This is an optimization exercise on Yosys and OpenROAD, whose aim is small area, not a production implementation. The RTL was checked by simulation tests, not by an equivalence proof against the original design.

### design.v
module sk7_sine_rom (
    input  wire        s,
    input  wire [7:0]  k,
    output wire [10:0] mag
);
    wire [8:0] i;
    sk7_rinc #(8) u_i (.a(k ^ {8{s}}), .ci(s), .s(i[7:0]), .co(i[8]));
    wire [5:0] a = i[7:2];
    wire [1:0] b = i[1:0];
    reg  [10:0] bs;
    reg  [5:0]  sl;
    reg  [1:0]  of;
    always @* begin
        case (a)
            6'd0: begin bs = 11'd0; sl = 6'd50; of = 2'd2; end
            6'd1: begin bs = 11'd50; sl = 6'd50; of = 2'd2; end
            6'd2: begin bs = 11'd100; sl = 6'd51; of = 2'd2; end
            6'd3: begin bs = 11'd151; sl = 6'd49; of = 2'd2; end
            6'd4: begin bs = 11'd201; sl = 6'd49; of = 2'd2; end
            6'd5: begin bs = 11'd251; sl = 6'd49; of = 2'd1; end
            6'd6: begin bs = 11'd300; sl = 6'd50; of = 2'd2; end
            6'd7: begin bs = 11'd350; sl = 6'd49; of = 2'd2; end
            6'd8: begin bs = 11'd399; sl = 6'd49; of = 2'd3; end
            6'd9: begin bs = 11'd449; sl = 6'd47; of = 2'd3; end
            6'd10: begin bs = 11'd497; sl = 6'd49; of = 2'd3; end
            6'd11: begin bs = 11'd546; sl = 6'd47; of = 2'd3; end
            6'd12: begin bs = 11'd594; sl = 6'd47; of = 2'd3; end
            6'd13: begin bs = 11'd642; sl = 6'd47; of = 2'd3; end
            6'd14: begin bs = 11'd690; sl = 6'd47; of = 2'd0; end
            6'd15: begin bs = 11'd737; sl = 6'd47; of = 2'd0; end
            6'd16: begin bs = 11'd783; sl = 6'd47; of = 2'd2; end
            6'd17: begin bs = 11'd830; sl = 6'd45; of = 2'd1; end
            6'd18: begin bs = 11'd875; sl = 6'd45; of = 2'd3; end
            6'd19: begin bs = 11'd920; sl = 6'd45; of = 2'd3; end
            6'd20: begin bs = 11'd965; sl = 6'd43; of = 2'd3; end
            6'd21: begin bs = 11'd1009; sl = 6'd43; of = 2'd3; end
            6'd22: begin bs = 11'd1052; sl = 6'd43; of = 2'd3; end
            6'd23: begin bs = 11'd1095; sl = 6'd42; of = 2'd2; end
            6'd24: begin bs = 11'd1137; sl = 6'd41; of = 2'd3; end
            6'd25: begin bs = 11'd1179; sl = 6'd39; of = 2'd3; end
            6'd26: begin bs = 11'd1219; sl = 6'd39; of = 2'd3; end
            6'd27: begin bs = 11'd1259; sl = 6'd39; of = 2'd3; end
            6'd28: begin bs = 11'd1299; sl = 6'd39; of = 2'd0; end
            6'd29: begin bs = 11'd1337; sl = 6'd37; of = 2'd3; end
            6'd30: begin bs = 11'd1375; sl = 6'd35; of = 2'd3; end
            6'd31: begin bs = 11'd1411; sl = 6'd37; of = 2'd3; end
            6'd32: begin bs = 11'd1447; sl = 6'd35; of = 2'd3; end
            6'd33: begin bs = 11'd1483; sl = 6'd33; of = 2'd2; end
            6'd34: begin bs = 11'd1517; sl = 6'd33; of = 2'd1; end
            6'd35: begin bs = 11'd1550; sl = 6'd31; of = 2'd3; end
            6'd36: begin bs = 11'd1582; sl = 6'd31; of = 2'd3; end
            6'd37: begin bs = 11'd1614; sl = 6'd31; of = 2'd0; end
            6'd38: begin bs = 11'd1644; sl = 6'd29; of = 2'd3; end
            6'd39: begin bs = 11'd1674; sl = 6'd27; of = 2'd3; end
            6'd40: begin bs = 11'd1702; sl = 6'd27; of = 2'd3; end
            6'd41: begin bs = 11'd1729; sl = 6'd27; of = 2'd2; end
            6'd42: begin bs = 11'd1756; sl = 6'd25; of = 2'd2; end
            6'd43: begin bs = 11'd1781; sl = 6'd23; of = 2'd3; end
            6'd44: begin bs = 11'd1805; sl = 6'd23; of = 2'd3; end
            6'd45: begin bs = 11'd1828; sl = 6'd23; of = 2'd2; end
            6'd46: begin bs = 11'd1850; sl = 6'd21; of = 2'd3; end
            6'd47: begin bs = 11'd1871; sl = 6'd19; of = 2'd3; end
            6'd48: begin bs = 11'd1891; sl = 6'd19; of = 2'd2; end
            6'd49: begin bs = 11'd1910; sl = 6'd17; of = 2'd2; end
            6'd50: begin bs = 11'd1927; sl = 6'd17; of = 2'd3; end
            6'd51: begin bs = 11'd1944; sl = 6'd14; of = 2'd2; end
            6'd52: begin bs = 11'd1959; sl = 6'd13; of = 2'd2; end
            6'd53: begin bs = 11'd1973; sl = 6'd13; of = 2'd1; end
            6'd54: begin bs = 11'd1986; sl = 6'd11; of = 2'd2; end
            6'd55: begin bs = 11'd1997; sl = 6'd11; of = 2'd2; end
            6'd56: begin bs = 11'd2008; sl = 6'd9; of = 2'd1; end
            6'd57: begin bs = 11'd2017; sl = 6'd7; of = 2'd3; end
            6'd58: begin bs = 11'd2025; sl = 6'd6; of = 2'd2; end
            6'd59: begin bs = 11'd2032; sl = 6'd5; of = 2'd2; end
            6'd60: begin bs = 11'd2037; sl = 6'd3; of = 2'd3; end
            6'd61: begin bs = 11'd2041; sl = 6'd3; of = 2'd3; end
            6'd62: begin bs = 11'd2045; sl = 6'd1; of = 2'd2; end
            6'd63: begin bs = 11'd2046; sl = 6'd1; of = 2'd3; end
            default: begin bs = 11'd0; sl = 6'd0; of = 2'd0; end
        endcase
    end
    wire [7:0] p1, p2;
    sk7_radd #(8) u_p1 (.a({6'd0, of}), .b({8{b[0]}} & {2'd0, sl}), .ci(1'b0), .s(p1), .co());
    sk7_radd #(8) u_p2 (.a(p1), .b({8{b[1]}} & {1'd0, sl, 1'b0}), .ci(1'b0), .s(p2), .co());
    wire [10:0] v;
    sk7_radd #(11) u_v (.a(bs), .b({5'd0, p2[7:2]}), .ci(1'b0), .s(v), .co());
    assign mag = i[8] ? 11'd2047 : v;
endmodule
module sk7_mstep (
    input  wire               clk,
    input  wire               rst,         
    input  wire               tick,        
    input  wire signed [31:0] x,           
    input  wire        [15:0] speed,       
    input  wire               vneg,        
    input  wire               at_rest,     
    input  wire               dir,         
    input  wire        [9:0]  e_off,       
    input  wire signed [15:0] lead,        
    input  wire        [2:0]  band_max,    
    input  wire        [11:0] amp,         
    input  wire        [15:0] vbus,        
    output wire               out_valid,
    output wire        [9:0]  addr,        
    output wire        [2:0]  band,        
    output wire signed [11:0] ent_a,       
    output wire signed [11:0] ent_b,       
    output reg  signed [16:0] volt_a,      
    output wire signed [16:0] volt_b       
);
    reg  [9:0] w_prev;       
    reg        have_prev;
    reg  [2:0] band_q;
    reg        adir_q;       
    localparam [1:0] PH_IDLE = 2'd0, PH_C = 2'd1, PH_A = 2'd2, PH_B = 2'd3;
    reg  [1:0] ph;
    reg  [3:0] k;
    reg  [23:0] R;           
    reg  [23:0] W;           
    reg  [11:0] A;           
    reg  [5:0]  ent_a_lo;    
    reg  [16:0] qacc;        
    wire [9:0] xx  = x[9:0] ^ {10{dir}};
    wire [9:0] cs_s = e_off ^ xx ^ lead[9:0];
    wire [9:0] cs_c = (e_off & xx) | (e_off & lead[9:0]) | (xx & lead[9:0]);
    wire [9:0] e_exact;
    sk7_radd #(10) u_eadd (.a(cs_s), .b({cs_c[8:0], dir}), .ci(1'b0), .s(e_exact), .co());
    wire [9:0] w_exact = {e_exact[9:8] - {1'b0, ~e_exact[7]}, ~e_exact[7], e_exact[6:0]};
    wire [1:0] dq = w_exact[9:8] - w_prev[9:8];
    wire       w0 = ~|w_exact[7:0];
    wire       u0 = ~|w_prev[7:0];
    wire crossing = have_prev & ((dq == 2'd0) ? w0 :
                                 (dq == 2'd3) ? ~(u0 & ~w0) : 1'b1);
    wire s_e1, s_e2, s_e3, s_e4, s_r1, s_r2, s_r3, s_r4;
    sk7_gek #(16, 16'd600)  u_e1 (.a(speed), .ge(s_e1));
    sk7_gek #(16, 16'd1500) u_e2 (.a(speed), .ge(s_e2));
    sk7_gek #(16, 16'd3000) u_e3 (.a(speed), .ge(s_e3));
    sk7_gek #(16, 16'd5000) u_e4 (.a(speed), .ge(s_e4));
    sk7_gek #(16, 16'd540)  u_r1 (.a(speed), .ge(s_r1));
    sk7_gek #(16, 16'd1350) u_r2 (.a(speed), .ge(s_r2));
    sk7_gek #(16, 16'd2700) u_r3 (.a(speed), .ge(s_r3));
    sk7_gek #(16, 16'd4500) u_r4 (.a(speed), .ge(s_r4));
    wire [3:0] s_et = {s_e4, s_e3, s_e2, s_e1};
    wire [3:0] s_rt = {s_r4, s_r3, s_r2, s_r1};
    wire [3:0] m_t  = {band_max[2], band_max[2] | (band_max[1] & band_max[0]),
                       |band_max[2:1], |band_max};
    wire [3:0] b_t  = {band_q[2], band_q[2] | (band_q[1] & band_q[0]),
                       |band_q[2:1], |band_q};
    wire [3:0] up_t   = s_et & m_t;                   
    wire       up_gt  = |(up_t & ~b_t);               
    wire [3:0] want_t = up_gt ? up_t : (s_rt & b_t & m_t);
    wire [3:0] new_t  = at_rest ? 4'd0 : crossing ? want_t : b_t;
    wire [2:0] band_new = {new_t[3], new_t[1] & ~new_t[3],
                           (new_t[0] & ~new_t[1]) | (new_t[2] & ~new_t[3])};
    wire [9:0] gmask = {2'b00, {2{b_t[3]}}, {2{b_t[2]}}, {2{b_t[1]}}, {2{b_t[0]}}};
    wire [10:0] qc;
    wire [9:0]  qr;
    assign qc[0] = 1'b0;
    genvar gi;
    generate
        for (gi = 0; gi < 10; gi = gi + 1) begin : g_q
            assign qr[gi]   = gmask[gi] ? 1'b0 : (w_prev[gi] ^ qc[gi]);
            assign qc[gi+1] = adir_q & (gmask[gi] ? (qc[gi] | w_prev[gi]) : (qc[gi] & w_prev[gi]));
        end
    endgenerate
    wire [9:0] qaddr = {qr[9:8] + {1'b0, qr[7]}, ~qr[7], qr[6:0]};
    assign addr = qaddr;
    assign band = band_q;
    wire ph_c    = (ph == PH_C);
    wire ph_a    = (ph == PH_A);
    wire ph_b    = (ph == PH_B);
    wire k0      = (k == 4'd0);
    wire c_last  = ph_c & k0;                   
    wire a_last  = ph_a & k0;
    wire b_first = ph_b & k[3] & k[1];          
    wire fin     = (ph_a | ph_b) & k0;          
    assign out_valid = ph_b & k0;
    wire        tq_s   = qaddr[8] ^ ph_b;
    wire        tq_neg = qaddr[9] ^ (ph_b & qaddr[8]);
    wire [10:0] mag;
    sk7_sine_rom rom (.s(tq_s), .k(qaddr[7:0]), .mag(mag));
    wire [11:0] nlow;
    assign nlow[0] = 1'b0;
    generate
        for (gi = 0; gi < 11; gi = gi + 1) begin : g_n
            assign nlow[gi+1] = nlow[gi] | mag[gi];
        end
    endgenerate
    wire [11:0] ent = {1'b0, mag} ^ ({12{tq_neg}} & nlow);
    assign ent_b = ent;
    wire [3:0] bidx = {k[3] | ph_c, k[2], k[1] | ph_c, k[0]};
    wire       ebit = mag[bidx];
    wire        b  = ph_c ? A[11] : ebit;
    wire [23:0] bw = {24{b}} & W;
    wire [24:0] T;
    assign T[0] = bw[0];
    sk7_radd #(24) u_tadd (.a(R), .b({1'b0, bw[23:1]}), .ci(1'b0), .s(T[24:1]), .co());
    wire [1:0]  qd = T[24:23];
    reg  [14:0] fk;                       
    always @* begin
        case (qd)
            2'd0:    fk = 15'd0;
            2'd1:    fk = 15'd6143;
            2'd2:    fk = 15'd12286;
            default: fk = 15'd18429;
        endcase
    end
    wire [23:0] Rn;
    wire        fco;
    sk7_radd #(15) u_fold (.a(T[14:0]), .b(fk), .ci(1'b0), .s(Rn[14:0]), .co(fco));
    sk7_rinc #(9)  u_finc (.a({1'b0, T[22:15]}), .ci(fco), .s(Rn[23:15]), .co());
    wire rge;
    sk7_gek #(24, 24'd4191233) u_rnd (.a(Rn), .ge(rge));
    wire rnd = fin & rge;
    wire [4:0]  a_hi;
    sk7_rinc #(5) u_ainc (.a(A[4:0]), .ci(qd[1]), .s(a_hi), .co());
    wire [11:0] A_next = ph_c ? {A[10:5], a_hi, qd[0]} : {a_last ? ent[11:6] : A[11:6], A[5:0]};
    wire [5:0]  cq     = A_next[5:0];
    wire [5:0] dg;
    wire       dgc;
    sk7_radd #(6) u_dg (.a({6{ebit}} & cq), .b({4'd0, qd & {2{~ph_c}}}), .ci(rnd), .s(dg), .co(dgc));
    wire        clrq = ph_c | b_first;
    wire [16:0] qbase = {17{~clrq}} & {qacc[15:0], 1'b0};
    wire [16:0] qacc_n;
    sk7_radd #(17) u_qacc (.a(qbase), .b({{10{tq_neg}}, {dgc, dg} ^ {7{tq_neg}}}), .ci(tq_neg), .s(qacc_n), .co());
    assign volt_b = qacc_n;
    assign ent_a  = {A[11:6], ent_a_lo};
    wire r_keep = ~(a_last | (c_last & ~ebit));
    always @(posedge clk) begin
        if (tick) begin
            R <= {8'd0, {16{amp[11]}} & vbus};
            W <= {8'd0, vbus};
            A <= {amp[10:0], 1'b0};
        end else begin
            R <= {24{r_keep}} & Rn;
            if (c_last)
                W <= Rn;
            A <= A_next;
        end
        qacc <= qacc_n;
        if (a_last) begin
            volt_a <= qacc_n;
            ent_a_lo <= ent[5:0];
        end
    end
    always @(posedge clk) begin
        if (rst) begin
            ph        <= PH_IDLE;
            have_prev <= 1'b0;
            band_q    <= 3'd0;
        end else begin
            if (tick) begin
                ph <= PH_C;
                k  <= 4'd10;
            end else if (ph != PH_IDLE) begin
                if (k0) begin
                    ph <= ph_c ? PH_A : ph_a ? PH_B : PH_IDLE;
                    k  <= ph_c ? 4'd9 : 4'd10;
                end else begin
                    k  <= k - 4'd1;
                end
            end
            if (tick) begin
                have_prev <= 1'b1;
                band_q    <= band_new;
            end
        end
    end
    always @(posedge clk) begin
        if (tick) begin
            w_prev <= w_exact;
            adir_q <= vneg ^ dir;
        end
    end
endmodule
module sk7_radd #(parameter N = 8) (
    input  wire [N-1:0] a,
    input  wire [N-1:0] b,
    input  wire         ci,
    output wire [N-1:0] s,
    output wire         co
);
    wire [N:0] c;
    assign c[0] = ci;
    genvar i;
    generate
        for (i = 0; i < N; i = i + 1) begin : g_bit
            assign s[i]   = a[i] ^ b[i] ^ c[i];
            assign c[i+1] = (a[i] & b[i]) | (c[i] & (a[i] ^ b[i]));
        end
    endgenerate
    assign co = c[N];
endmodule
module sk7_rinc #(parameter N = 8) (
    input  wire [N-1:0] a,
    input  wire         ci,
    output wire [N-1:0] s,
    output wire         co
);
    wire [N:0] c;
    assign c[0] = ci;
    genvar i;
    generate
        for (i = 0; i < N; i = i + 1) begin : g_bit
            assign s[i]   = a[i] ^ c[i];
            assign c[i+1] = a[i] & c[i];
        end
    endgenerate
    assign co = c[N];
endmodule
module sk7_gek #(parameter N = 8, parameter [N-1:0] K = 0) (
    input  wire [N-1:0] a,
    output wire         ge
);
    wire [N:0] g;
    assign g[0] = 1'b1;
    genvar i;
    generate
        for (i = 0; i < N; i = i + 1) begin : g_bit
            if (K[i])
                assign g[i+1] = a[i] & g[i];
            else
                assign g[i+1] = a[i] | g[i];
        end
    endgenerate
    assign ge = g[N];
endmodule
### flow/run.sh
#!/bin/bash
# Layout flow: the standard flow, with two changes.
#  1. After the standard synthesis, full adders among inverters are flipped to
#     the inverted polarity (flow/faflip.py) and the combinational logic is
#     mapped again by a stronger ABC script (flow/remap.tcl); registers are
#     left untouched.
#  2. Ports are buffered with the smallest buffer; CTS uses clkbuf_4 in clusters of 6 and adds
#     no dummy loads.
# Each tool's output goes to a log file of its own in this folder.
set -euo pipefail
W=$PWD
RES=$W/orfs/results/sky130hd/sk7_mstep/base
LOGS=$W/orfs/logs/sky130hd/sk7_mstep/base

bash standard.sh synth > std_synth.log 2>&1

cp $RES/1_2_yosys.v std_synth_netlist.v.log
# the don't-use cells as the standard synthesis passed them to ABC
DU=$(grep -o -- "-dont_use [^ ]*" $LOGS/1_2_yosys.log | awk '{print $2}' | sort -u | tr '\n' ' ')
export REMAP_LIB=$FLOW_HOME/platforms/sky130hd/lib/sky130_fd_sc_hd__tt_025C_1v80.lib
python3 flow/faflip.py std_synth_netlist.v.log faflip_netlist.v.log > faflip.log 2>&1
export REMAP_IN=$W/faflip_netlist.v.log
export REMAP_OUT=$RES/1_2_yosys.v
export REMAP_TOP=$FLOW_TOP
export REMAP_DONT_USE="$DU"
export REMAP_ABC=$W/flow/remap.abc
export REMAP_STAT_IN=$W/remap_stat_in.log
export REMAP_STAT_OUT=$W/remap_stat_out.log
yosys -c flow/remap.tcl > remap.log 2>&1

export BUFFER_PORTS_ARGS="-buffer_cell sky130_fd_sc_hd__buf_1"
export CTS_ARGS="-sink_clustering_enable -sink_clustering_size 6 -repair_clock_nets -dont_use_dummy_load -buf_list sky130_fd_sc_hd__clkbuf_4"
bash standard.sh > std_layout.log 2>&1
### flow/faflip.py
#!/usr/bin/env python3
"""Flip the polarity of full-adder cells that sit among inverters.

A full adder is self-dual: FA(~a, ~b, ~c) = (~sum, ~cout). A cell with at least
2 of its 5 terminals on inverters (inputs driven by one, outputs feeding only
inverters) is rewired to the inverted signals: a NOT on each input and output.
The ABC re-map that follows merges those NOTs into the surrounding logic. The
function of the netlist is unchanged.
usage: faflip.py in.v out.v
"""
import re, sys

src = open(sys.argv[1]).read()
cell_re = re.compile(r'(sky130_fd_sc_hd__\w+)\s+(\S+)\s*\((.*?)\);', re.S)
pin_re = re.compile(r'\.(\w+)\(([^()]*)\)')
OUTP = ('Y', 'X', 'Q', 'Q_N', 'SUM', 'COUT', 'HI', 'LO')
cells, drv, loads = [], {}, {}
for m in cell_re.finditer(src):
    pins = {p: n.strip() for p, n in pin_re.findall(m.group(3))}
    cells.append((m, m.group(1), pins))
    for p, n in pins.items():
        if p in OUTP:
            drv[n] = m.group(1)
        else:
            loads.setdefault(n, []).append(m.group(1))
isinv = lambda t: t is not None and ('__inv_' in t or '__clkinv_' in t)

out, extra, last, k = [], [], 0, 0
for m, typ, pins in cells:
    if not typ.startswith('sky130_fd_sc_hd__fa_'):
        continue
    s = sum(isinv(drv.get(pins[p])) for p in ('A', 'B', 'CIN'))
    s += sum(1 for p in ('SUM', 'COUT') if loads.get(pins[p]) and all(isinv(t) for t in loads[pins[p]]))
    if s < 2:
        continue
    body = m.group(3)
    for p in ('A', 'B', 'CIN', 'SUM', 'COUT'):
        w = f'faflip_{k}_{p}'
        extra.append(f'  wire {w};')
        if p in ('SUM', 'COUT'):
            extra.append(f'  assign {pins[p]} = ~{w} ;')
        else:
            extra.append(f'  assign {w} = ~{pins[p]} ;')
        body = re.sub(r'\.' + p + r'\([^()]*\)', f'.{p}({w})', body)
    out.append(src[last:m.start(3)])
    out.append(body)
    last = m.end(3)
    k += 1
out.append(src[last:])
res = ''.join(out)
i = res.rindex('endmodule')
open(sys.argv[2], 'w').write(res[:i] + '\n'.join(extra) + '\n' + res[i:])
print(f'flipped {k} full adders')
### flow/remap.abc
strash
&get -n
&fraig -x
&put
scorr
dc2
strash
&get -n
&deepsyn -T 120
&put
&get -n
&dch -f
&nf -R 1000
&put
mfs2
strash
&get -n
&dch -f
&nf -R 1000
&put
### flow/remap.tcl
# Re-map the combinational logic of the standard synthesis netlist with a
# stronger ABC script. Flip-flops, full adders and tie cells are kept as they
# are (same instances, names and cell types); every other cell, half adders
# included, is read as its liberty function and mapped again. Then the
# standard synthesis's last steps are repeated: tie cells, split nets,
# buffered pass-throughs.
yosys -import
set lib $::env(REMAP_LIB)
read_liberty -ignore_miss_func $lib
blackbox sky130_fd_sc_hd__*df* sky130_fd_sc_hd__*dl* sky130_fd_sc_hd__fa_* sky130_fd_sc_hd__conb_*
read_verilog $::env(REMAP_IN)
hierarchy -top $::env(REMAP_TOP)
tee -o $::env(REMAP_STAT_IN) stat -liberty $lib
flatten
simplemap
opt -purge
set dont_use {}
foreach c $::env(REMAP_DONT_USE) { lappend dont_use -dont_use $c }
abc -script $::env(REMAP_ABC) -liberty $lib {*}$dont_use
opt_clean -purge
hilomap -singleton -hicell sky130_fd_sc_hd__conb_1 HI -locell sky130_fd_sc_hd__conb_1 LO
splitnets
# the standard netlist's internal net names (_NNN_, _NNN_.PIN) become private, so
# that no output port is left as an alias of such a net
yosys rename -hide w:_*
opt_clean -purge
insbuf -buf sky130_fd_sc_hd__buf_4 A X
opt_clean -purge
tee -o $::env(REMAP_STAT_OUT) stat -liberty $lib
write_verilog -noattr -nohex -nodec $::env(REMAP_OUT)
### standard.sh
#!/bin/bash
# synth_recipe.tcl (not shown) runs the flow's synth.tcl, then flattens the netlist and writes it again
# the make line also repeats each setting of config.mk as NAME=value (left out here)
make -C /OpenROAD-flow-scripts/flow DESIGN_CONFIG=/design/flow/config.mk WORK_HOME=/design/flow/orfs CLKGATE_MAP_FILE= SYNTH_SCRIPT=/design/flow/synth_recipe.tcl "${@:-finish}"
### config.mk
export PLATFORM = sky130hd
export DESIGN_NAME = sk7_mstep
export DESIGN_NICKNAME = sk7_mstep
export VERILOG_FILES = /design/flow/design.v
export SDC_FILE = /design/flow/constraint.sdc
export NUM_CORES = 4
export LEC_CHECK = 0
export ABC_AREA = 1
export CAP_MARGIN = 20
export CORE_MARGIN = 2
export CORE_UTILIZATION = 40
export SLEW_MARGIN = 20
export SYNTH_MEMORY_MAX_BITS = 32768
### constraint.sdc
create_clock -name core_clock -period 60.0 [get_ports {clk}]
set_input_delay 12.0000 -clock core_clock [delete_from_list [all_inputs] [get_ports {clk}]]
set_output_delay 12.0000 -clock core_clock [all_outputs]
set_load 0.01 [all_outputs]
==> summary.txt, run 1 <==
Logic synthesis
  • YS warnings: 2
  • Post-Syn Instances: 952
  • Syn nets: 1144
  • Average size of a mapped cell: 8.935 um2
  • Mapped Area: 0.008506 mm2

Timing
  • Final setup vio count: 0
  • Hold Fails Final Rpt: 0
  • Slew headroom: 27.50%
  • Fin worst setup slack: 13.99 ns
  • Final period utilization: 76.68%
  • Worst Skew: 0.03844 ns
  • Post-Route Setup TNS: 0 ns
  • Unrepaired setup endpoints after global routing: false
  • Crit path time final: 46.01 ns
  • Slew of the pin with the lowest slew margin: 1.087 ns
  • Slew Viols, Final: 0
  • Achievable frequency: 21.74 MHz

Global route
  • Largest net degree at the start of global routing: 64
  • Vias in the first global route: 7285
  • First-pass GRT wire length: 36600 um
  • Grt ovf: 0
  • All-Layer GR Usage: 20.61%
  • Initial antenna violation count: 1

Placed design
  • RePlAce Congestion: 0.9472
  • Dpl ws: 14.57 ns
  • HPWL reported at the end of detailed placement: 16910 um
  • Placed cells: 1395
  • Port Buffers: 153
  • DP Area: 0.009544 mm2

Worst setup path
  • Req. time, crit path: 48.00 ns
  • CP Class: reg2out
  • CP Launch Type: register
  • Most used cell, CP: fa_1
  • CP Capture Type: output pin
  • Worst Path Arrival: 34.01 ns
  • CP max stage delay: 0.70 ns
  • CP max-delay cell: o21ai_0
  • Crit-path max FO: 26

Floorplan
  • Die X: 149.8 um
  • FP Rows: 53
  • IO Pins: 183
  • Die H: 149.8 um
  • Initial Utilization: 40.59%
  • Die ar.: 0.02245 mm2
  • Placeable core region: 0.02096 mm2

Clocking
  • CTS Sinks: 120
  • Post-CTS setup repair buffer count: 0
  • H-tree depth: 4
  • CTS clk-pin slew, worst paths: 0.10 ns
  • Root Driver: clkbuf_4
  • CTS buffer count: 17
  • Worst-Skew Late Latency: 0.54 ns
  • Clock tree buffer depth: 2
  • # hold bufs at CTS: 0
  • Resized Gates After CTS: 0
  • CTS tree: yes

Routing
  • Starting DRT DRC Count: 541
  • Post-DRT Antenna Nets: 0
  • DRC: 0
  • DR WL/cell: 15.71 um
  • Vias: 7395
  • TritonRoute pass-1 iters: 4
  • Final wirelength: 22200 um
  • Vias/cell: 5.234

Cells and area
  • Final net count: 1331
  • Finished Cell Area: 0.009674 mm2
  • Layout fillers: 2148
  • Layout cells sized above 1: 3.078%
  • Area grow syn2layout: 13.74%
  • Final Util: 46.17%
  • Post-route non-filler standard cell count: 1413

Min path
  • Worst hold path type: reg2reg

Outcome
  • Outcome: no timing/DRC/antenna violations

Job
  • Max-cap violations: 0
cells in the final DEF (no fill, tap or decap), types with 31 or more instances in the layout:
master and count:
a21oi_1 58, buf_1 152, clkinv_1 75, dfxtp_1 60
edfxtp_1 60, fa_1 81, nand2_1 159, nor2_1 118
nor3_1 33, o21ai_0 85, xnor2_1 38, xor2_1 31
state kept, by name, summed over array words and instances (netlist names):
signal / count
W: 24
have_prev: 1
band_q: 3
ph: 2
ent_a_lo: 6
adir_q: 1
R: 24
volt_a: 17
k: 4
w_prev: 10
A: 12
qacc: 16
through the flow:
| stage | hold WS (ns) |
|---|---|
| 4_1_cts | 0.4558 |
| 3_5_place_dp | 0.4367 |
| 5_1_grt | 0.4809 |
| 2_1_floorplan | 0.4180 |
| 3_3_place_gp | 0.4305 |
| 6_report | 0.4514 |
layer usage:
layer | part of all wire [%] | up-vias | global-route usage [%]
li1 | - | 3630 | -
met1 | 46 | 3495 | 27.59
met2 | 46 | 232 | 33.90
met3 | 5.9 | 38 | 3.963
met4 | 2.1 | 0 | 6.368
met5 | 0 | - | 0
worst max-delay path, delay by kind of cell, from the launching register on:
kind / cells / cell delay, ns
xor gates and xnor gates: 7 / 2.08
and+or+nand+nor: 24 / 4.73
DFF: 1 / 0.42
AOI/OAI and AO/OA: 16 / 2.81
adders and majority gates: 62 / 21.51
buffers and inverters: 19 / 1.92
layout make-up:
type                    instances  area (um2)  share of cell area [%]
clock buffers                  17       127.6                   1.319
well taps                     275       344.1                   3.557
repair buffers                168       688.2                   7.113
multi-input cells             757        5228                   54.04
flip-flops and latches        120        3003                   31.04
diodes                          1       2.502                 0.02587
inverters                      75       281.5                   2.910
path summary, 6_finish.rpt:
path	slack, ns	end	cells after the start	from
worst max-delay path	13.99	volt_b[16]	128	band_q[2]
worst min register to register	0.45	W[23]	2	W[23]
worst min-delay path	0.45	W[23]	2	W[23]
worst max register to register	26.49	volt_a[16]	127	band_q[2]
==> inputs of run 2 (changes only) <==
--- a/flow/run.sh
+++ b/flow/run.sh
@@ -4,4 +4,4 @@
 #     the inverted polarity (flow/faflip.py) and the combinational logic is
-#     mapped again by a stronger ABC script (flow/remap.tcl); registers are
-#     left untouched.
+#     mapped again by a stronger ABC script (flow/remap.tcl), in three rounds;
+#     the smallest netlist is kept. Registers are left untouched.
 #  2. Ports are buffered with the smallest buffer; CTS uses clkbuf_4 in clusters of 6 and adds
@@ -20,5 +20,2 @@
 export REMAP_LIB=$FLOW_HOME/platforms/sky130hd/lib/sky130_fd_sc_hd__tt_025C_1v80.lib
-python3 flow/faflip.py std_synth_netlist.v.log faflip_netlist.v.log > faflip.log 2>&1
-export REMAP_IN=$W/faflip_netlist.v.log
-export REMAP_OUT=$RES/1_2_yosys.v
 export REMAP_TOP=$FLOW_TOP
@@ -26,5 +23,23 @@
 export REMAP_ABC=$W/flow/remap.abc
-export REMAP_STAT_IN=$W/remap_stat_in.log
-export REMAP_STAT_OUT=$W/remap_stat_out.log
-yosys -c flow/remap.tcl > remap.log 2>&1
+
+# Three rounds of flip + re-map, each starting from the previous round's
+# netlist; the smallest netlist is kept.
+prev=std_synth_netlist.v.log
+best=""
+best_area=""
+for r in 1 2 3; do
+  python3 flow/faflip.py $prev faflip_$r.v.log r${r}_ > faflip_$r.log 2>&1
+  REMAP_IN=$W/faflip_$r.v.log REMAP_OUT=$W/remap_$r.v.log \
+    REMAP_STAT_IN=$W/remap_stat_in_$r.log REMAP_STAT_OUT=$W/remap_stat_out_$r.log \
+    yosys -c flow/remap.tcl > remap_$r.log 2>&1
+  area=$(grep "Chip area" remap_stat_out_$r.log | tail -1 | awk '{print $NF}')
+  echo "round $r: area $area" >> remap_rounds.log
+  if [[ -z "$best" ]] || awk "BEGIN{exit !($area < $best_area)}"; then
+    best=remap_$r.v.log
+    best_area=$area
+  fi
+  prev=remap_$r.v.log
+done
+echo "kept $best ($best_area)" >> remap_rounds.log
+cp $best $RES/1_2_yosys.v
 
--- a/flow/faflip.py
+++ b/flow/faflip.py
@@ -8,3 +8,3 @@
 function of the netlist is unchanged.
-usage: faflip.py in.v out.v
+usage: faflip.py in.v out.v [prefix]   (prefix for the new wire names)
 """
@@ -13,2 +13,3 @@
 src = open(sys.argv[1]).read()
+pfx = sys.argv[3] if len(sys.argv) > 3 else ''
 cell_re = re.compile(r'(sky130_fd_sc_hd__\w+)\s+(\S+)\s*\((.*?)\);', re.S)
@@ -37,3 +38,3 @@
     for p in ('A', 'B', 'CIN', 'SUM', 'COUT'):
-        w = f'faflip_{k}_{p}'
+        w = f'{pfx}faflip_{k}_{p}'
         extra.append(f'  wire {w};')
==> run 2 against run 1 <==
Fmax down 0.22%; global-route usage down 0.075 points; worst setup slack worse by 0.10 ns; utilization about the same; synthesized cell count down 3.3%; final cell count down 2.2%; clock-buffer cell count unchanged; via count down 2.2%; non-clock buffer count unchanged; clock skew up 0.015 ns; highest routed layer unchanged; design area down 0.31%; largest cell class unchanged.
==> summary.txt, run 2 <==
Clocking
  • CTS Sinks: 120 (unchanged)
  • H-tree depth: 4 (unchanged)
  • Worst-Skew Late Latency: 0.54 ns (about the same)
  • CTS clk-pin slew, worst paths: 0.08 ns (was 0.10 ns)
  • Resized Gates After CTS: 0 (unchanged)
  • Post-CTS setup repair buffer count: 0 (unchanged)
  • CTS tree: yes (unchanged)
  • Clock tree buffer depth: 2 (unchanged)
  • # hold bufs at CTS: 0 (unchanged)
  • CTS buffer count: 17 (unchanged)
  • Root Driver: clkbuf_4 (unchanged)

Routing
  • DR WL/cell: 15.95 um (was 15.71 um)
  • Post-DRT Antenna Nets: 0 (unchanged)
  • DRC: 0 (unchanged)
  • Vias: 7236 (was 7395)
  • Vias/cell: 5.236 (was 5.234)
  • Starting DRT DRC Count: 487 (was 541)
  • TritonRoute pass-1 iters: 6 (was 4)
  • Final wirelength: 22050 um (was 22200 um)

Cells and area
  • Final net count: 1300 (was 1331)
  • Area grow syn2layout: 13.92% (was 13.74%)
  • Commonest non-fill, non-tap cell in the layout: buf_1 (was nand2_1)
  • Layout cells sized above 1: 3.255% (was 3.078%)
  • Sequential Area: 0.003003 mm2 (unchanged)
  • Layout fillers: 2091 (was 2148)
  • Top Registers: R: 24 flops, W: 24 flops, volt_a: 17 flops (unchanged)
  • Area taken by multi-input logic gates: 0.005239 mm2 (was 0.005228 mm2)
  • Commonest non-fill, non-tap cells in the layout: 152 x buf_1, 117 x nor2_1, 116 x nand2_1 (was 159 x nand2_1, 152 x buf_1, 118 x nor2_1)

Timing
  • Final period utilization: 76.85% (was 76.68%)
  • Slew Viols, Final: 0 (unchanged)
  • Slew headroom: 38.96% (was 27.50%)
  • Hold Fails Final Rpt: 0 (unchanged)
  • Worst Skew: 0.05322 ns (was 0.03844 ns)
  • Post-Route Setup TNS: 0 ns (unchanged)
  • Achievable frequency: 21.69 MHz (was 21.74 MHz)
  • Crit path time final: 46.11 ns (was 46.01 ns)
  • Final setup vio count: 0 (unchanged)
  • Unrepaired setup endpoints after global routing: false (unchanged)
  • Slew of the pin with the lowest slew margin: 0.9151 ns (was 1.087 ns)
  • Hold WS: 0.4479 ns (was 0.4514 ns)

Worst setup path
  • Most used cell, CP: fa_1 (unchanged)
  • Critical Path Source: band_q[2] (unchanged)
  • Worst Path Arrival: 34.11 ns (was 34.01 ns)
  • CP max stage delay: 0.76 ns (was 0.70 ns)
  • CP Launch Type: register (unchanged)
  • CP max-delay cell: xnor2_1 (was o21ai_0)
  • FF-to-FF Start: band_q[2] (unchanged)
  • Req. time, crit path: 48.00 ns (about the same)
  • CP Capture Type: output pin (unchanged)
  • CP Class: reg2out (unchanged)
  • Crit-path max FO: 26 (unchanged)

Global route
  • All-Layer GR Usage: 20.54% (was 20.61%)
  • Largest net degree at the start of global routing: 71 (was 64)
  • Grt ovf: 0 (unchanged)
  • Initial antenna violation count: 1 (unchanged)
  • Vias in the first global route: 7141 (was 7285)
  • First-pass GRT wire length: 35930 um (was 36600 um)

Floorplan
  • FP Rows: 53 (unchanged)
  • IO Pins: 183 (unchanged)
  • Placeable core region: 0.02089 mm2 (was 0.02096 mm2)
  • Initial Utilization: 40.53% (was 40.59%)
  • Die H: 149.5 um (was 149.8 um)
  • Die ar.: 0.02234 mm2 (was 0.02245 mm2)
  • Die X: 149.5 um (was 149.8 um)

Outcome
  • Outcome: no timing/DRC/antenna violations (unchanged)

Logic synthesis
  • Average size of a mapped cell: 9.192 um2 (was 8.935 um2)
  • Post-Syn Instances: 921 (was 952)
  • Mapped Area: 0.008466 mm2 (was 0.008506 mm2)
  • Syn nets: 1113 (was 1144)
  • YS warnings: 2 (unchanged)

Placed design
  • HPWL reported at the end of detailed placement: 16810 um (was 16910 um)
  • RePlAce Congestion: 0.9373 (was 0.9472)
  • Port Buffers: 153 (unchanged)

Min path
  • Hold_sp: W[17] (was W[23])
  • Worst hold path type: reg2reg (unchanged)

Job
  • Max-cap violations: 0 (unchanged)
[run 2: path summary, 6_finish.rpt]
path | to | slack, ns | depth (start not counted)
max reg2reg | volt_a[16] | 26.39 | 133
min | W[17] | 0.45 | 2
min reg2reg | W[17] | 0.45 | 2
max | volt_b[16] | 13.89 | 134
[run 2: metrics by stage]
step | instance area (um2) | instances | worst slack (ns) | util (%)
3_5_place_dp | 9509 | 1364 | 14.51 | 45.52
3_3_place_gp | 9509 | 1364 | 14.85 | 45.52
4_1_cts | 9637 | 1381 | 13.85 | 46.13
2_1_floorplan | 8466 | 921 | 16.96 | -
5_1_grt | 9644 | 1382 | 11.74 | 46.17
6_report | 9644 | 1382 | 13.89 | 46.17
[run 2: per-layer routing]
layer	global-route usage [%]	up-vias	share of wire [%]
li1	-	3535	-
met1	27.08	3398	44
met2	33.72	259	46
met3	4.390	44	6.8
met4	6.810	0	2.4
met5	0	-	0
[run 2: critical path, delay by kind of cell (launching register included)]
| family | cells | cell delay (ns) |
|---|---|---|
| adder cells (fa/ha/maj) | 61 | 20.84 |
| flip-flops | 1 | 0.47 |
| AND/OR/NAND/NOR | 25 | 4.77 |
| AO/OA/AOI/OAI | 17 | 2.95 |
| XOR/XNOR | 7 | 2.40 |
| buffers and inverters | 24 | 2.16 |
[run 2: final cells by class]
class	count	share of cell area, %
multi-input cells	737	54.32
flip-flops and latches	120	31.14
repair buffers	168	7.135
well taps	275	3.568
inverters	64	2.491
clock buffers	17	1.323
diodes	1	0.02595
==> inputs of run 3 (changes only) <==
--- a/flow/run.sh
+++ b/flow/run.sh
@@ -6,3 +6,3 @@
 #     the smallest netlist is kept. Registers are left untouched.
-#  2. Ports are buffered with the smallest buffer; CTS uses clkbuf_4 in clusters of 6 and adds
+#  2. Ports are buffered with the smallest buffer; CTS uses clkbuf_4 and clkbuf_8 in clusters of 6 and adds
 #     no dummy loads.
@@ -46,3 +46,3 @@
 export BUFFER_PORTS_ARGS="-buffer_cell sky130_fd_sc_hd__buf_1"
-export CTS_ARGS="-sink_clustering_enable -sink_clustering_size 6 -repair_clock_nets -dont_use_dummy_load -buf_list sky130_fd_sc_hd__clkbuf_4"
+export CTS_ARGS="-sink_clustering_enable -sink_clustering_size 6 -repair_clock_nets -dont_use_dummy_load -buf_list {sky130_fd_sc_hd__clkbuf_4 sky130_fd_sc_hd__clkbuf_8}"
 bash standard.sh > std_layout.log 2>&1
==> run 3 against run 2 <==
Non-clock buffer count unchanged; synthesized area unchanged; synthesized cell count unchanged; register-to-register slack better by 0.08 ns; sequential cell count unchanged; worst hold slack worse by 0.0038 ns; utilization up 0.50 points; fmax up 0.37%; die area unchanged; clock skew down 0.020 ns.
==> summary.txt, run 3 <==
Routing
  • Vias/cell: 5.275 (was 5.236)
  • Vias: 7285 (was 7236)
  • Starting DRT DRC Count: 491 (was 487)
  • TritonRoute pass-1 iters: 5 (was 6)
  • DR WL/cell: 15.93 um (was 15.95 um)
  • Final wirelength: 22000 um (was 22050 um)
  • DRC: 0 (unchanged)
  • Post-DRT Antenna Nets: 0 (unchanged)

Worst setup path
  • CP max stage delay: 0.73 ns (was 0.76 ns)
  • CP Capture Type: output pin (unchanged)
  • Worst Path Arrival: 33.94 ns (was 34.11 ns)
  • CP max-delay cell: xnor2_1 (unchanged)
  • Buffers & Inverters on Critical Path: 24 (unchanged)
  • Most used cell, CP: fa_1 (unchanged)
  • CP Class: reg2out (unchanged)
  • Crit-path max FO: 26 (unchanged)
  • Delay-heaviest family, CP: adder cells (unchanged)
  • Req. time, crit path: 48.00 ns (about the same)
  • CP Launch Type: register (unchanged)

Clocking
  • Root Driver: clkbuf_8 (was clkbuf_4)
  • H-tree depth: 4 (unchanged)
  • CTS tree: yes (unchanged)
  • Clock tree buffer depth: 2 (unchanged)
  • Post-CTS setup repair buffer count: 0 (unchanged)
  • # hold bufs at CTS: 0 (unchanged)
  • CTS clk-pin slew, worst paths: 0.06 ns (was 0.08 ns)
  • CTS Sinks: 120 (unchanged)
  • CTS buffer count: 17 (unchanged)
  • Resized Gates After CTS: 0 (unchanged)
  • Worst-Skew Late Latency: 0.45 ns (was 0.54 ns)

Global route
  • First-pass GRT wire length: 36000 um (was 35930 um)
  • Largest net degree at the start of global routing: 71 (unchanged)
  • All-Layer GR Usage: 20.63% (was 20.54%)
  • Grt ovf: 0 (unchanged)
  • Initial antenna violation count: 0 (was 1)
  • Vias in the first global route: 7170 (was 7141)

Floorplan
  • Die H: 149.5 um (unchanged)
  • Placeable core region: 0.02089 mm2 (unchanged)
  • Die X: 149.5 um (unchanged)
  • Die ar.: 0.02234 mm2 (unchanged)
  • Initial Utilization: 40.53% (unchanged)
  • IO Pins: 183 (unchanged)
  • FP Rows: 53 (unchanged)

Cells and area
  • Commonest non-fill, non-tap cells in the layout: 152 x buf_1, 117 x nor2_1, 116 x nand2_1 (unchanged)
  • Final Util: 46.67% (was 46.17%)
  • N_diodes: 0 (was 1)
  • Area grow syn2layout: 15.15% (was 13.92%)
  • Layout cells sized above 1: 3.255% (unchanged)
  • Top Registers: R: 24 flops, W: 24 flops, volt_a: 17 flops (unchanged)
  • Final net count: 1300 (unchanged)
  • Finished Cell Area: 0.009748 mm2 (was 0.009644 mm2)
  • Commonest non-fill, non-tap cell in the layout: buf_1 (unchanged)

Min path
  • Worst hold path type: reg2reg (unchanged)

Placed design
  • DP Area: 0.009509 mm2 (unchanged)
  • Port Buffers: 153 (unchanged)
  • HPWL reported at the end of detailed placement: 16810 um (unchanged)
  • RePlAce Congestion: 0.9373 (unchanged)
  • Dpl ws: 14.51 ns (unchanged)

Logic synthesis
  • YS warnings: 2 (unchanged)
  • Average size of a mapped cell: 9.192 um2 (unchanged)
  • Syn nets: 1113 (unchanged)
  • Mapped Area: 0.008466 mm2 (unchanged)
  • Post-Syn Instances: 921 (unchanged)

Outcome
  • Outcome: no timing/DRC/antenna violations (unchanged)

Timing
  • Final setup vio count: 0 (unchanged)
  • Fin worst setup slack: 14.06 ns (was 13.89 ns)
  • Unrepaired setup endpoints after global routing: false (unchanged)
  • Final period utilization: 76.57% (was 76.85%)
  • Slew of the pin with the lowest slew margin: 0.9125 ns (was 0.9151 ns)
  • Crit path time final: 45.94 ns (was 46.11 ns)
  • Achievable frequency: 21.77 MHz (was 21.69 MHz)
  • Slew Viols, Final: 0 (unchanged)
  • Slew headroom: 39.13% (was 38.96%)
  • Hold Fails Final Rpt: 0 (unchanged)
  • Worst Skew: 0.03310 ns (was 0.05322 ns)
  • Post-Route Setup TNS: 0 ns (unchanged)

Job
  • Max-cap violations: 0 (unchanged)
==> run 3: final timing paths <==
kind                            slack, ns  depth (start not counted)       from          to
worst min register to register       0.44                          2      W[17]       W[17]
worst max register to register      26.47                        133  band_q[2]  volt_a[16]
worst min-delay path                 0.44                          2      W[17]       W[17]
worst max-delay path                14.06                        134  band_q[2]  volt_b[16]
==> run 3: worst register-to-register path: cells and delay by family, from the launching register on <==
| kind | cells | cell delay (ns) |
|---|---|---|
| AOI/OAI and AO/OA | 17 | 2.95 |
| DFF | 1 | 0.46 |
| and+or+nand+nor | 25 | 4.75 |
| buffers and inverters | 23 | 1.98 |
| adders and majority gates | 61 | 20.85 |
| xor gates and xnor gates | 7 | 2.30 |
==> run 3: metal layers <==
layer  global-route usage (%)  vias up  routed length [um]
met4                    7.381        0                 592
li1                         -     3535                   -
met5                        0        -                   0
met2                    33.94      286               10210
met1                    26.92     3416                9759
met3                    4.390       48                1433
==> run 3: cell type report <==
class	instances	area, um2
sequential	120	3003
inverter	64	240.2
tap	275	344.1
clock buffer	17	234.0
multi-input combinational	737	5239
fill	2073	11140
timing repair buffer	168	688.2
==> run 3: per-stage QoR <==
| stage | hold WS [ns] | std cells |
|---|---|---|
| detailed placement | 0.4375 | 1364 |
| CTS | 0.4481 | 1381 |
| finish | 0.4441 | 1381 |
| global route | 0.4769 | 1381 |
| floorplan | 0.4182 | 921 |
| global placement | 0.4321 | 1364 |
==> inputs of run 4 (changes only) <==
--- a/design.v
+++ b/design.v
@@ -7,81 +7,135 @@
     sk7_rinc #(8) u_i (.a(k ^ {8{s}}), .ci(s), .s(i[7:0]), .co(i[8]));
-    wire [5:0] a = i[7:2];
-    wire [1:0] b = i[1:0];
+    wire [4:0] a = i[7:3];
+    wire [2:0] b = i[2:0];
     reg  [10:0] bs;
-    reg  [5:0]  sl;
-    reg  [1:0]  of;
+    reg  [6:0]  sl;
+    reg  [2:0]  of;
     always @* begin
         case (a)
-            6'd0: begin bs = 11'd0; sl = 6'd50; of = 2'd2; end
-            6'd1: begin bs = 11'd50; sl = 6'd50; of = 2'd2; end
-            6'd2: begin bs = 11'd100; sl = 6'd51; of = 2'd2; end
-            6'd3: begin bs = 11'd151; sl = 6'd49; of = 2'd2; end
-            6'd4: begin bs = 11'd201; sl = 6'd49; of = 2'd2; end
-            6'd5: begin bs = 11'd251; sl = 6'd49; of = 2'd1; end
-            6'd6: begin bs = 11'd300; sl = 6'd50; of = 2'd2; end
-            6'd7: begin bs = 11'd350; sl = 6'd49; of = 2'd2; end
-            6'd8: begin bs = 11'd399; sl = 6'd49; of = 2'd3; end
-            6'd9: begin bs = 11'd449; sl = 6'd47; of = 2'd3; end
-            6'd10: begin bs = 11'd497; sl = 6'd49; of = 2'd3; end
-            6'd11: begin bs = 11'd546; sl = 6'd47; of = 2'd3; end
-            6'd12: begin bs = 11'd594; sl = 6'd47; of = 2'd3; end
-            6'd13: begin bs = 11'd642; sl = 6'd47; of = 2'd3; end
-            6'd14: begin bs = 11'd690; sl = 6'd47; of = 2'd0; end
-            6'd15: begin bs = 11'd737; sl = 6'd47; of = 2'd0; end
-            6'd16: begin bs = 11'd783; sl = 6'd47; of = 2'd2; end
-            6'd17: begin bs = 11'd830; sl = 6'd45; of = 2'd1; end
-            6'd18: begin bs = 11'd875; sl = 6'd45; of = 2'd3; end
-            6'd19: begin bs = 11'd920; sl = 6'd45; of = 2'd3; end
-            6'd20: begin bs = 11'd965; sl = 6'd43; of = 2'd3; end
-            6'd21: begin bs = 11'd1009; sl = 6'd43; of = 2'd3; end
-            6'd22: begin bs = 11'd1052; sl = 6'd43; of = 2'd3; end
-            6'd23: begin bs = 11'd1095; sl = 6'd42; of = 2'd2; end
-            6'd24: begin bs = 11'd1137; sl = 6'd41; of = 2'd3; end
-            6'd25: begin bs = 11'd1179; sl = 6'd39; of = 2'd3; end
-            6'd26: begin bs = 11'd1219; sl = 6'd39; of = 2'd3; end
-            6'd27: begin bs = 11'd1259; sl = 6'd39; of = 2'd3; end
-            6'd28: begin bs = 11'd1299; sl = 6'd39; of = 2'd0; end
-            6'd29: begin bs = 11'd1337; sl = 6'd37; of = 2'd3; end
-            6'd30: begin bs = 11'd1375; sl = 6'd35; of = 2'd3; end
-            6'd31: begin bs = 11'd1411; sl = 6'd37; of = 2'd3; end
-            6'd32: begin bs = 11'd1447; sl = 6'd35; of = 2'd3; end
-            6'd33: begin bs = 11'd1483; sl = 6'd33; of = 2'd2; end
-            6'd34: begin bs = 11'd1517; sl = 6'd33; of = 2'd1; end
-            6'd35: begin bs = 11'd1550; sl = 6'd31; of = 2'd3; end
-            6'd36: begin bs = 11'd1582; sl = 6'd31; of = 2'd3; end
-            6'd37: begin bs = 11'd1614; sl = 6'd31; of = 2'd0; end
-            6'd38: begin bs = 11'd1644; sl = 6'd29; of = 2'd3; end
-            6'd39: begin bs = 11'd1674; sl = 6'd27; of = 2'd3; end
-            6'd40: begin bs = 11'd1702; sl = 6'd27; of = 2'd3; end
-            6'd41: begin bs = 11'd1729; sl = 6'd27; of = 2'd2; end
-            6'd42: begin bs = 11'd1756; sl = 6'd25; of = 2'd2; end
-            6'd43: begin bs = 11'd1781; sl = 6'd23; of = 2'd3; end
-            6'd44: begin bs = 11'd1805; sl = 6'd23; of = 2'd3; end
-            6'd45: begin bs = 11'd1828; sl = 6'd23; of = 2'd2; end
-            6'd46: begin bs = 11'd1850; sl = 6'd21; of = 2'd3; end
-            6'd47: begin bs = 11'd1871; sl = 6'd19; of = 2'd3; end
-            6'd48: begin bs = 11'd1891; sl = 6'd19; of = 2'd2; end
-            6'd49: begin bs = 11'd1910; sl = 6'd17; of = 2'd2; end
-            6'd50: begin bs = 11'd1927; sl = 6'd17; of = 2'd3; end
-            6'd51: begin bs = 11'd1944; sl = 6'd14; of = 2'd2; end
-            6'd52: begin bs = 11'd1959; sl = 6'd13; of = 2'd2; end
-            6'd53: begin bs = 11'd1973; sl = 6'd13; of = 2'd1; end
-            6'd54: begin bs = 11'd1986; sl = 6'd11; of = 2'd2; end
-            6'd55: begin bs = 11'd1997; sl = 6'd11; of = 2'd2; end
-            6'd56: begin bs = 11'd2008; sl = 6'd9; of = 2'd1; end
-            6'd57: begin bs = 11'd2017; sl = 6'd7; of = 2'd3; end
-            6'd58: begin bs = 11'd2025; sl = 6'd6; of = 2'd2; end
-            6'd59: begin bs = 11'd2032; sl = 6'd5; of = 2'd2; end
-            6'd60: begin bs = 11'd2037; sl = 6'd3; of = 2'd3; end
-            6'd61: begin bs = 11'd2041; sl = 6'd3; of = 2'd3; end
-            6'd62: begin bs = 11'd2045; sl = 6'd1; of = 2'd2; end
-            6'd63: begin bs = 11'd2046; sl = 6'd1; of = 2'd3; end
-            default: begin bs = 11'd0; sl = 6'd0; of = 2'd0; end
+            5'd0: begin bs = 11'd0; sl = 7'd100; of = 3'd4; end
+            5'd1: begin bs = 11'd100; sl = 7'd99; of = 3'd6; end
+            5'd2: begin bs = 11'd201; sl = 7'd99; of = 3'd4; end
+            5'd3: begin bs = 11'd300; sl = 7'd99; of = 3'd7; end
+            5'd4: begin bs = 11'd399; sl = 7'd97; of = 3'd4; end
+            5'd5: begin bs = 11'd497; sl = 7'd97; of = 3'd7; end
+            5'd6: begin bs = 11'd594; sl = 7'd95; of = 3'd7; end
+            5'd7: begin bs = 11'd690; sl = 7'd94; of = 3'd0; end
+            5'd8: begin bs = 11'd783; sl = 7'd91; of = 3'd4; end
+            5'd9: begin bs = 11'd875; sl = 7'd90; of = 3'd6; end
+            5'd10: begin bs = 11'd965; sl = 7'd87; of = 3'd7; end
+            5'd11: begin bs = 11'd1052; sl = 7'd84; of = 3'd4; end
+            5'd12: begin bs = 11'd1137; sl = 7'd81; of = 3'd4; end
+            5'd13: begin bs = 11'd1219; sl = 7'd79; of = 3'd7; end
+            5'd14: begin bs = 11'd1299; sl = 7'd75; of = 3'd1; end
+            5'd15: begin bs = 11'd1375; sl = 7'd73; of = 3'd3; end
+            5'd16: begin bs = 11'd1447; sl = 7'd69; of = 3'd4; end
+            5'd17: begin bs = 11'd1517; sl = 7'd65; of = 3'd5; end
+            5'd18: begin bs = 11'd1582; sl = 7'd63; of = 3'd4; end
+            5'd19: begin bs = 11'd1644; sl = 7'd57; of = 3'd4; end
+            5'd20: begin bs = 11'd1702; sl = 7'd53; of = 3'd2; end
+            5'd21: begin bs = 11'd1756; sl = 7'd49; of = 3'd6; end
+            5'd22: begin bs = 11'd1805; sl = 7'd45; of = 3'd2; end
+            5'd23: begin bs = 11'd1850; sl = 7'd41; of = 3'd7; end
+            5'd24: begin bs = 11'd1891; sl = 7'd35; of = 3'd6; end
+            5'd25: begin bs = 11'd1927; sl = 7'd31; of = 3'd5; end
+            5'd26: begin bs = 11'd1959; sl = 7'd27; of = 3'd4; end
+            5'd27: begin bs = 11'd1986; sl = 7'd22; of = 3'd4; end
+            5'd28: begin bs = 11'd2008; sl = 7'd17; of = 3'd5; end
+            5'd29: begin bs = 11'd2025; sl = 7'd13; of = 3'd4; end
+            5'd30: begin bs = 11'd2037; sl = 7'd7; of = 3'd7; end
+            5'd31: begin bs = 11'd2045; sl = 7'd3; of = 3'd2; end
+            default: begin bs = 11'd0; sl = 7'd0; of = 3'd0; end
         endcase
     end
-    wire [7:0] p1, p2;
-    sk7_radd #(8) u_p1 (.a({6'd0, of}), .b({8{b[0]}} & {2'd0, sl}), .ci(1'b0), .s(p1), .co());
-    sk7_radd #(8) u_p2 (.a(p1), .b({8{b[1]}} & {1'd0, sl, 1'b0}), .ci(1'b0), .s(p2), .co());
+    reg r;
+    always @* begin
+        case (i[7:0])
+            8'd10: r = 1'b1;
+            8'd11: r = 1'b1;
+            8'd12: r = 1'b1;
+            8'd13: r = 1'b1;
+            8'd14: r = 1'b1;
+            8'd15: r = 1'b1;
+            8'd33: r = 1'b1;
+            8'd34: r = 1'b1;
+            8'd35: r = 1'b1;
+            8'd36: r = 1'b1;
+            8'd37: r = 1'b1;
+            8'd38: r = 1'b1;
+            8'd39: r = 1'b1;
+            8'd65: r = 1'b1;
+            8'd66: r = 1'b1;
+            8'd67: r = 1'b1;
+            8'd68: r = 1'b1;
+            8'd69: r = 1'b1;
+            8'd70: r = 1'b1;
+            8'd71: r = 1'b1;
+            8'd90: r = 1'b1;
+            8'd91: r = 1'b1;
+            8'd92: r = 1'b1;
+            8'd93: r = 1'b1;
+            8'd94: r = 1'b1;
+            8'd95: r = 1'b1;
+            8'd97: r = 1'b1;
+            8'd98: r = 1'b1;
+            8'd99: r = 1'b1;
+            8'd100: r = 1'b1;
+            8'd101: r = 1'b1;
+            8'd102: r = 1'b1;
+            8'd103: r = 1'b1;
+            8'd114: r = 1'b1;
+            8'd115: r = 1'b1;
+            8'd116: r = 1'b1;
+            8'd117: r = 1'b1;
+            8'd118: r = 1'b1;
+            8'd119: r = 1'b1;
+            8'd130: r = 1'b1;
+            8'd131: r = 1'b1;
+            8'd132: r = 1'b1;
+            8'd133: r = 1'b1;
+            8'd134: r = 1'b1;
+            8'd135: r = 1'b1;
+            8'd153: r = 1'b1;
+            8'd154: r = 1'b1;
+            8'd155: r = 1'b1;
+            8'd156: r = 1'b1;
+            8'd157: r = 1'b1;
+            8'd158: r = 1'b1;
+            8'd159: r = 1'b1;
+            8'd161: r = 1'b1;
+            8'd162: r = 1'b1;
+            8'd163: r = 1'b1;
+            8'd164: r = 1'b1;
+            8'd165: r = 1'b1;
+            8'd166: r = 1'b1;
+            8'd167: r = 1'b1;
+            8'd177: r = 1'b1;
+            8'd178: r = 1'b1;
+            8'd179: r = 1'b1;
+            8'd180: r = 1'b1;
+            8'd181: r = 1'b1;
+            8'd182: r = 1'b1;
+            8'd183: r = 1'b1;
+            8'd194: r = 1'b1;
+            8'd195: r = 1'b1;
+            8'd196: r = 1'b1;
+            8'd197: r = 1'b1;
+            8'd198: r = 1'b1;
+            8'd199: r = 1'b1;
+            8'd201: r = 1'b1;
+            8'd202: r = 1'b1;
+            8'd203: r = 1'b1;
+            8'd204: r = 1'b1;
+            8'd205: r = 1'b1;
+            8'd206: r = 1'b1;
+            8'd207: r = 1'b1;
+            default: r = 1'b0;
+        endcase
+    end
+    wire [9:0] p1, p2, p3;
+    sk7_radd #(10) u_p1 (.a({7'd0, of}), .b({10{b[0]}} & {3'd0, sl}), .ci(1'b0), .s(p1), .co());
+    sk7_radd #(10) u_p2 (.a(p1), .b({10{b[1]}} & {2'd0, sl, 1'b0}), .ci(1'b0), .s(p2), .co());
+    sk7_radd #(10) u_p3 (.a(p2), .b({10{b[2]}} & {1'd0, sl, 2'b0}), .ci(1'b0), .s(p3), .co());
     wire [10:0] v;
-    sk7_radd #(11) u_v (.a(bs), .b({5'd0, p2[7:2]}), .ci(1'b0), .s(v), .co());
+    sk7_radd #(11) u_v (.a(bs), .b({4'd0, p3[9:3]}), .ci(r), .s(v), .co());
     assign mag = i[8] ? 11'd2047 : v;
--- a/flow/run.sh
+++ b/flow/run.sh
@@ -6,3 +6,3 @@
 #     the smallest netlist is kept. Registers are left untouched.
-#  2. Ports are buffered with the smallest buffer; CTS uses clkbuf_4 and clkbuf_8 in clusters of 6 and adds
+#  2. Ports are buffered with the smallest buffer; CTS uses clkbuf_4 in clusters of 6 and adds
 #     no dummy loads.
@@ -46,3 +46,3 @@
 export BUFFER_PORTS_ARGS="-buffer_cell sky130_fd_sc_hd__buf_1"
-export CTS_ARGS="-sink_clustering_enable -sink_clustering_size 6 -repair_clock_nets -dont_use_dummy_load -buf_list {sky130_fd_sc_hd__clkbuf_4 sky130_fd_sc_hd__clkbuf_8}"
+export CTS_ARGS="-sink_clustering_enable -sink_clustering_size 6 -repair_clock_nets -dont_use_dummy_load -buf_list sky130_fd_sc_hd__clkbuf_4"
 bash standard.sh > std_layout.log 2>&1
==> run 4 against run 3 <==
Non-clock buffer count down 2; clock skew down 0.0058 ns; fmax down 7.0%; synthesized cell count down 3.6%; final cell count down 2.5%; critical endpoint unchanged; die area down 0.32%; worst setup slack worse by 3.5 ns.
==> summary.txt, run 4 <==
Outcome
  • Outcome: no timing/DRC/antenna violations (unchanged)

Timing
  • Fin worst setup slack: 10.59 ns (was 14.06 ns)
  • Final setup vio count: 0 (unchanged)
  • Final period utilization: 82.35% (was 76.57%)
  • Crit path time final: 49.41 ns (was 45.94 ns)
  • Worst Skew: 0.02730 ns (was 0.03310 ns)
  • Slew headroom: 34.20% (was 39.13%)
  • Hold Fails Final Rpt: 0 (unchanged)
  • Achievable frequency: 20.24 MHz (was 21.77 MHz)
  • Unrepaired setup endpoints after global routing: false (unchanged)
  • Slew Viols, Final: 0 (unchanged)
  • Slew of the pin with the lowest slew margin: 0.9865 ns (was 0.9125 ns)
  • Post-Route Setup TNS: 0 ns (unchanged)

Floorplan
  • Die X: 149.2 um (was 149.5 um)
  • IO Pins: 183 (unchanged)
  • Initial Utilization: 40.40% (was 40.53%)
  • Die H: 149.2 um (was 149.5 um)
  • Die ar.: 0.02227 mm2 (was 0.02234 mm2)
  • FP Rows: 53 (unchanged)
  • Placeable core region: 0.02089 mm2 (unchanged)

Routing
  • Vias/cell: 5.189 (was 5.275)
  • Final wirelength: 21250 um (was 22000 um)
  • Vias: 6990 (was 7285)
  • Post-DRT Antenna Nets: 0 (unchanged)
  • DRC: 0 (unchanged)
  • DR WL/cell: 15.78 um (was 15.93 um)
  • TritonRoute pass-1 iters: 5 (unchanged)
  • Starting DRT DRC Count: 338 (was 491)

Cells and area
  • Sequential Area: 0.003003 mm2 (unchanged)
  • Area grow syn2layout: 13.63% (was 15.15%)
  • Final net count: 1275 (was 1300)
  • Layout cells sized above 1: 3.081% (was 3.255%)
  • Area taken by multi-input logic gates: 0.005171 mm2 (was 0.005239 mm2)
  • Commonest non-fill, non-tap cell in the layout: buf_1 (unchanged)
  • Finished Cell Area: 0.009588 mm2 (was 0.009748 mm2)
  • Top Registers: R: 24 flops, W: 24 flops, volt_a: 17 flops (unchanged)
  • Layout fillers: 2103 (was 2073)
  • Commonest non-fill, non-tap cells in the layout: 152 x buf_1, 113 x nand2_1, 101 x nor2_1 (was 152 x buf_1, 117 x nor2_1, 116 x nand2_1)

Global route
  • Largest net degree at the start of global routing: 46 (was 71)
  • First-pass GRT wire length: 34560 um (was 36000 um)
  • Vias in the first global route: 6904 (was 7170)
  • Initial antenna violation count: 1 (was 0)
  • Grt ovf: 0 (unchanged)
  • All-Layer GR Usage: 19.58% (was 20.63%)

Worst setup path
  • Worst Reg-to-Reg Cells: 134 (was 133)
  • Worst Path Arrival: 37.41 ns (was 33.94 ns)
  • Crit path to: volt_b[16] (unchanged)
  • Crit-path max FO: 26 (unchanged)
  • CP max stage delay: 0.63 ns (was 0.73 ns)
  • Worst R2R End: volt_a[16] (unchanged)
  • Req. time, crit path: 48.00 ns (about the same)
  • Critical Path Source: w_prev[1] (was band_q[2])
  • FF-to-FF Start: w_prev[1] (was band_q[2])
  • CP Class: reg2out (unchanged)
  • CP Capture Type: output pin (unchanged)
  • Most used cell, CP: fa_1 (unchanged)
  • CP Launch Type: register (unchanged)
  • R2r setup slk: 23.12 ns (was 26.47 ns)
  • CP max-delay cell: fa_1 (was xnor2_1)

Clocking
  • H-tree depth: 4 (unchanged)
  • CTS clk-pin slew, worst paths: 0.08 ns (was 0.06 ns)
  • CTS buffer count: 17 (unchanged)
  • Root Driver: clkbuf_4 (was clkbuf_8)
  • Clock tree buffer depth: 2 (unchanged)
  • CTS Sinks: 120 (unchanged)
  • CTS tree: yes (unchanged)
  • Worst-Skew Late Latency: 0.54 ns (was 0.45 ns)
  • # hold bufs at CTS: 0 (unchanged)
  • Post-CTS setup repair buffer count: 0 (unchanged)
  • Resized Gates After CTS: 0 (unchanged)

Min path
  • Worst hold path type: reg2reg (unchanged)

Logic synthesis
  • Post-Syn Instances: 888 (was 921)
  • Average size of a mapped cell: 9.502 um2 (was 9.192 um2)
  • YS warnings: 2 (unchanged)
  • Syn nets: 1090 (was 1113)
  • Mapped Area: 0.008438 mm2 (was 0.008466 mm2)

Placed design
  • RePlAce Congestion: 0.8991 (was 0.9373)
  • DP Area: 0.009458 mm2 (was 0.009509 mm2)
  • Port Buffers: 153 (unchanged)
  • Dpl ws: 10.94 ns (was 14.51 ns)
  • HPWL reported at the end of detailed placement: 16530 um (was 16810 um)

Job
  • Max-cap violations: 0 (unchanged)
## run 4: routing by layer
metal / share of wire, % / vias up / global-route usage [%]
li1: - / 3394 / -
met1: 45 / 3323 / 26.16
met2: 46 / 243 / 31.66
met3: 6.9 / 30 / 5.199
met4: 1.8 / 0 / 5.190
met5: 0 / - / 0
## run 4: layout make-up
class	count	area share, %
Antenna cell	1	0.02610
Clock buffer	17	1.331
Inverter	71	2.780
Multi-Input combinational cell	697	53.93
Sequential cell	120	31.32
Tap cell	275	3.589
Timing Repair Buffer	166	7.021
## run 4: critical path: cells and delay by family, from the launching register on
family	cells	cell delay (ns)
and+or+nand+nor	23	4.91
AOI/OAI and AO/OA	16	3.17
adders and majority gates	64	23.50
xor gates and xnor gates	9	2.49
buffers and inverters	23	2.37
DFF	1	0.36
## run 4: worst min-delay path by stage
stage               cells after the start  start  endpoint  slack (ns)
CTS                                     2  W[17]     W[17]        0.46
global route                            2  W[18]     W[18]        0.49
global placement                        2  W[23]     W[23]        0.43
floorplan                               2  W[16]     W[16]        0.42
detailed placement                      2  W[19]     W[19]        0.44
finish                                  2  W[17]     W[17]        0.46
## run 4: stage by stage
stage / cells / hold WS (ns) / util [%]
floorplan: 888 / 0.4182 / -
global placement: 1329 / 0.4330 / 45.28
detailed placement: 1329 / 0.4382 / 45.28
CTS: 1346 / 0.4597 / 45.89
global route: 1347 / 0.4891 / 45.90
finish: 1347 / 0.4550 / 45.90

[re-timing with driven ports]
In the flow no input, the clock included, has a driving cell. The finished layouts below were timed again as built, in two steps.
Step 1 (the two cells are an assumption about what drives the block):
set clk [get_ports {clk}]
set_driving_cell -lib_cell sky130_fd_sc_hd__clkbuf_16 $clk
set_driving_cell -lib_cell sky130_fd_sc_hd__buf_2 [delete_from_list [all_inputs] $clk]
Step 2 also shifts input and output timing later by t, the mid clock arrival at the registers, as if the neighbouring blocks saw the same clock.
Three values: no drivers, after step 1, after step 2; two values: the first two.
run | t (ns) | setup WS [ns] | latest minus earliest clock arrival (ns) | worst register clock-pin slew, ns
run 1 | 0.557 | 13.992 / 13.952 / 14.509 | 0.040 / 0.041 | 0.12 / 0.12
run 2 | 0.553 | 13.891 / 13.855 / 14.408 | 0.053 / 0.053 | 0.12 / 0.12
run 3 | 0.472 | 14.061 / 14.022 / 14.494 | 0.033 / 0.033 | 0.08 / 0.08
run 4 | 0.568 | 10.591 / 10.550 / 11.117 | 0.027 / 0.027 | 0.11 / 0.11
After both steps every run listed still meets setup and hold.
